Context: an optimization exercise on an open-source flow, tuned for small area. The choices shown serve that exercise and are no tape-out recipe.
Function was checked by simulation only, so behaviour that the tests miss may differ from the original.
Power is estimated from default activity; no workload was simulated.

==> inputs of run F <==
## rds_group_decoder
module rds_group_decoder (
    input  wire        clk,
    input  wire        rst,           
    input  wire [1:0]  mode,          
    input  wire [1:0]  corr,          
    input  wire [3:0]  loss_n,        
    input  wire        lock,          
    input  wire        bit_valid,
    input  wire        bit_in,
    output wire [1:0]  rds_sync,      
    output reg         rec_valid,
    output wire [15:0] rec_blk_a,
    output wire [15:0] rec_blk_b,
    output wire [15:0] rec_blk_c,
    output wire [15:0] rec_blk_d,
    output wire [7:0]  rec_bstat,
    output wire [5:0]  rec_flags,
    output wire [4:0]  rec_cbits,
    output wire [15:0] rec_pi_conf,
    output wire        sync_evt,
    output reg  [2:0]  sync_off,
    output reg         loss_evt,
    output reg         loss_cause,    
    output reg         pi_evt,
    output wire [15:0] pi_new
);
export LEC_CHECK = 0
export ABC_AREA = 1
export CAP_MARGIN = 0
export CORE_MARGIN = 2
export CORE_UTILIZATION = 40
export CTS_BUF_LIST = sky130_fd_sc_hd__clkbuf_8
export CTS_CLUSTER_SIZE = 16
export GPL_TIMING_DRIVEN = 0
export PLACE_DENSITY = 0.6
export SLEW_MARGIN = 0
create_clock -name core_clock -period 12.0 [get_ports {clk}]
standard.sh (not shown) runs the stock make flow with config.mk's settings and CLKGATE_MAP_FILE= SYNTH_SCRIPT=/design/flow/synth_recipe.tcl, a recipe that flattens the netlist after the stock synthesis.
==> flow/flow/run.sh <==
#!/bin/bash
# The standard layout, with two changes:
#  - synthesis maps the logic with an area-oriented ABC script (flow/area.abc);
#    adders are left to ABC; registers, flattening and renaming are as in
#    the standard flow's own synthesis script (flow/synth_area.tcl);
#  - each input and output port gets the smallest buffer, buf_1.
set -euo pipefail
here=$(pwd)
export AREA_ABC_SCRIPT="$here/flow/area.abc"
bash standard.sh SYNTH_SCRIPT="$here/flow/synth_area.tcl" \
    SYNTH_INSBUF=0 BUFFER_PORTS_ARGS="-buffer_cell sky130_fd_sc_hd__buf_1" finish > standard_flow.log 2>&1
==> flow/flow/area.abc <==
strash
&get -n
&deepsyn -T 60
&put
dch -f
amap
topo
==> flow/flow/synth_area.tcl <==
# The standard flow's synthesis script (synth_recipe.tcl), with the logic mapped for area:
# ABC runs flow/area.abc instead of ORFS's script, and adders are left to ABC
# rather than extracted as half and full adder cells. Registers, flattening
# and renaming are as in the standard flow's script.
proc synth {args} { yosys synth -nofsm -noshare {*}$args }
proc extract_fa {args} {}
proc abc {args} {
  set i [lsearch -exact $args -script]
  if { $i >= 0 } { lset args [expr {$i + 1}] $::env(AREA_ABC_SCRIPT) }
  yosys abc {*}$args
}
source $::env(SCRIPTS_DIR)/synth.tcl
# left out here: clear keep_hierarchy, flatten, clean up, hide names made inside functions, write 1_2_yosys.v
==> run B (differences from run F) <==
==> flow/flow/run.sh (replaced) <==
#!/bin/bash
# The standard layout, with two changes:
#  - synthesis maps the logic with an area-oriented ABC script (flow/area.abc);
#    everything else in the synthesis (registers, flattening, renaming) is
#    the standard flow's own synthesis script, flow/synth_area.tcl only swaps ABC's script;
#  - each input and output port gets the smallest buffer, buf_1.
set -euo pipefail
here=$(pwd)
export AREA_ABC_SCRIPT="$here/flow/area.abc"
bash standard.sh SYNTH_SCRIPT="$here/flow/synth_area.tcl" \
    BUFFER_PORTS_ARGS="-buffer_cell sky130_fd_sc_hd__buf_1" finish > standard_flow.log 2>&1
==> flow/flow/synth_area.tcl (replaced) <==
# The standard flow's synthesis script, with ABC's technology mapping run for area
proc synth {args} { yosys synth -nofsm -noshare {*}$args }
proc abc {args} {
  set i [lsearch -exact $args -script]
  if { $i >= 0 } { lset args [expr {$i + 1}] $::env(AREA_ABC_SCRIPT) }
  yosys abc {*}$args
}
source $::env(SCRIPTS_DIR)/synth.tcl
# left out here: clear keep_hierarchy, flatten, clean up, hide names made inside functions, write 1_2_yosys.v
CAP_MARGIN = 20   (was 0)
CTS_CLUSTER_SIZE = 20   (was 16)
GPL_TIMING_DRIVEN = unset   (was 0)
SLEW_MARGIN = 20   (was 0)
==> run_results.csv <==
group,metric,value,unit
setup_path,path_cells,"clkinv_1, nor2_1, clkinv_1, nor2_2, clkinv_1, o22ai_1, nand2_1, o21ai_0, clkinv_1, o22ai_1, o21ai_0, a221oi_1, o221ai_1, or4_1, nand3_1, nor2_2, a21o_1, nor2_2",
cells_and_area,multi_input_area,4080,um^2
synthesis,netlist_area,9070,um^2
drt,vias,8995,
pwr,switchingPower,349,uW
cells_and_area,n_all_buffers,140,
cells_and_area,inv_count,155,
timing,worst_hold_slack,0.430,ns
outcome,outcome,"complete, no violations",
placement,place_area,9970,um^2
# the run above: run F

==> run_results.csv <==
group,metric,value,unit
cells_and_area,inv_count,186,
outcome,outcome,"complete, no violations",
synthesis,netlist_area,9820,um^2
cells_and_area,n_all_buffers,159,
drt,vias,9652,
setup_path,path_cells,"buf_1, clkinv_1, ha_1, nand4_1, or3_1, nor3_1, nor4_1, nor3_1, nor3_1, o21ai_0, clkinv_1, or3_1, nor2b_2, clkinv_1, nand3_1, nor2_1, a21oi_1, o21ai_0",
placement,place_area,10700,um^2
# the run above: run B


* * *

==> inputs of build 23 <==
rds_group_decoder, a different RTL version from the one above (not shown whole).
Design rds_group_decoder, start of the top module:
module rds_group_decoder (
    input  wire        clk,
    input  wire        rst,           
    input  wire [1:0]  mode,          
    input  wire [1:0]  corr,          
    input  wire [3:0]  loss_n,        
    input  wire        lock,          
    input  wire        bit_valid,
    input  wire        bit_in,
    output wire [1:0]  rds_sync,      
    output reg         rec_valid,
    output wire [15:0] rec_blk_a,
    output wire [15:0] rec_blk_b,
    output wire [15:0] rec_blk_c,
    output wire [15:0] rec_blk_d,
    output wire [7:0]  rec_bstat,
    output wire [5:0]  rec_flags,
    output wire [4:0]  rec_cbits,
    output wire [15:0] rec_pi_conf,
    output wire        sync_evt,
    output reg  [2:0]  sync_off,
    output reg         loss_evt,
    output wire        loss_cause,    
    output reg         pi_evt,
    output wire [15:0] pi_new
);
==> flow/config.mk <==
export PLATFORM = sky130hd
export DESIGN_NAME = rds_group_decoder
export DESIGN_NICKNAME = rds_group_decoder
export VERILOG_FILES = /design/flow/design.v
export SDC_FILE = /design/flow/constraint.sdc
export NUM_CORES = 4
export LEC_CHECK = 0
export ABC_AREA = 1
export CAP_MARGIN = 0
export CORE_MARGIN = 2
export CORE_UTILIZATION = 40
export CTS_BUF_LIST = sky130_fd_sc_hd__clkbuf_8
export CTS_CLUSTER_SIZE = 16
export GPL_TIMING_DRIVEN = 0
export PLACE_DENSITY = 0.6
export SLEW_MARGIN = 0
==> flow/constraint.sdc <==
create_clock -name core_clock -period 12.0 [get_ports {clk}]
set_input_delay 2.4000 -clock core_clock [delete_from_list [all_inputs] [get_ports {clk}]]
set_output_delay 2.4000 -clock core_clock [all_outputs]
set_load 0.01 [all_outputs]
==> flow/flow/run.sh <==
#!/bin/bash
set -euo pipefail
here=$(pwd)
export AREA_ABC_SCRIPT="$here/flow/area.abc"
bash standard.sh SYNTH_SCRIPT="$here/flow/synth_area.tcl" \
    SYNTH_INSBUF=0 BUFFER_PORTS_ARGS="-buffer_cell sky130_fd_sc_hd__buf_1" \
    CTS_ARGS="-sink_clustering_enable -repair_clock_nets -sink_clustering_size 32 -sink_clustering_max_diameter 120 -buf_list sky130_fd_sc_hd__clkbuf_16 -root_buf sky130_fd_sc_hd__clkbuf_8 -dont_use_dummy_load" \
    finish > standard_flow.log 2>&1
==> flow/flow/synth_area.tcl <==
# The standard flow's synthesis script (synth_recipe.tcl), with the logic mapped for area:
# ABC runs flow/area.abc instead of ORFS's script, and adders are left to ABC
# rather than extracted as half and full adder cells. Registers, flattening
# and renaming are as in the standard flow's script.
proc synth {args} { yosys synth -nofsm -noshare {*}$args }
proc extract_fa {args} {}
proc abc {args} {
  set i [lsearch -exact $args -script]
  if { $i >= 0 } { lset args [expr {$i + 1}] $::env(AREA_ABC_SCRIPT) }
  yosys abc {*}$args
}
source $::env(SCRIPTS_DIR)/synth.tcl
# left out here: clear keep_hierarchy, flatten, clean up, hide names made inside functions, write 1_2_yosys.v
Scripts as last shown in full above: flow/flow/area.abc
==> inputs of trial 82, as changes to build 23 <==
==> flow/flow/run.sh (replaced) <==
#!/bin/bash
# The standard layout, with these changes:
#  - synthesis maps the logic with an area-oriented ABC script (flow/area.abc);
#    adders are left to ABC; registers, flattening and renaming are as in
#    the standard flow's own synthesis script (flow/synth_area.tcl);
#  - each input and output port gets the smallest buffer, buf_1;
#  - clock tree: buf_8 clock buffers for clusters of up to 13 registers, a
#    buf_4 at the root, and no dummy loads.
set -euo pipefail
here=$(pwd)
export AREA_ABC_SCRIPT="$here/flow/area.abc"
bash standard.sh SYNTH_SCRIPT="$here/flow/synth_area.tcl" \
    SYNTH_INSBUF=0 BUFFER_PORTS_ARGS="-buffer_cell sky130_fd_sc_hd__buf_1" \
    CTS_ARGS="-sink_clustering_enable -repair_clock_nets -sink_clustering_size 13 -buf_list sky130_fd_sc_hd__clkbuf_8 -root_buf sky130_fd_sc_hd__clkbuf_4 -dont_use_dummy_load" \
    finish > standard_flow.log 2>&1
- CTS_CLUSTER_SIZE: 16 -> 13
==> notes.md <==
comb_multi_in=766; Internal Pwr Total=0.900 mW; fin util=45.9%; arrival time worst endpoint=8.27 ns; Avg WL per Cell=19.2 um; status=timing/DRC/antenna clean; dpl cell area=0.00971 mm^2; clk latency of the worst-skew pair=0.64 ns; Sequential Power Share=55.1%; non-filler cells in the finished layout=1528
[end of results for trial 82]
==> notes.md <==
Sequential Power Share=50.0%; critical path class=input pin to flop; Reg area=0.00411 mm^2; Avg WL per Cell=18.7 um; status=timing/DRC/antenna clean; dpl cell area=0.00964 mm^2; Non-clock inverters=148; vias in the first global route=8229; clk latency of the worst-skew pair=0.56 ns; Internal Pwr Total=1.03 mW; fin util=46.5%
[end of results for build 23]

-- what the ideal ports hide --
How much do the figures lean on ideal ports? The routed layouts below were timed once more, with nothing changed but the port constraints.
Step 1 assumes that a clkbuf_16 drives the clock port and a buf_2 every other input.
Step 2 moves the port delays by t, midway between the first and last clock arrival at a register: inputs arrive t later, outputs are due t later. That takes back most of the time a late clock gives input paths.
Three values: ideal, step 1, step 2; two values: the first two.
run	t, ns	setup WS [ns]	hold WS [ns]	worst setup path after step 2	cell pins on the clock port's net
run F	0.512	4.681 / 4.681 / 4.552	0.430 / 0.430 / 0.430	input to register	1
run B	0.514	5.336 / 5.350 / 4.836	0.427 / 0.427 / 0.427	input to register	1
build 23	0.587	4.793 / 4.811 / 4.223	0.420 / 0.420 / 0.420	input to register	1
trial 82	0.653	4.236 / 4.257 / 3.604	0.422 / 0.422 / 0.422	input to register	1
After both steps setup and hold are still met in every run listed. For trial 82, which loses most, drivers alone change the setup slack by +0.021 ns; drivers and shift together by -0.632 ns.
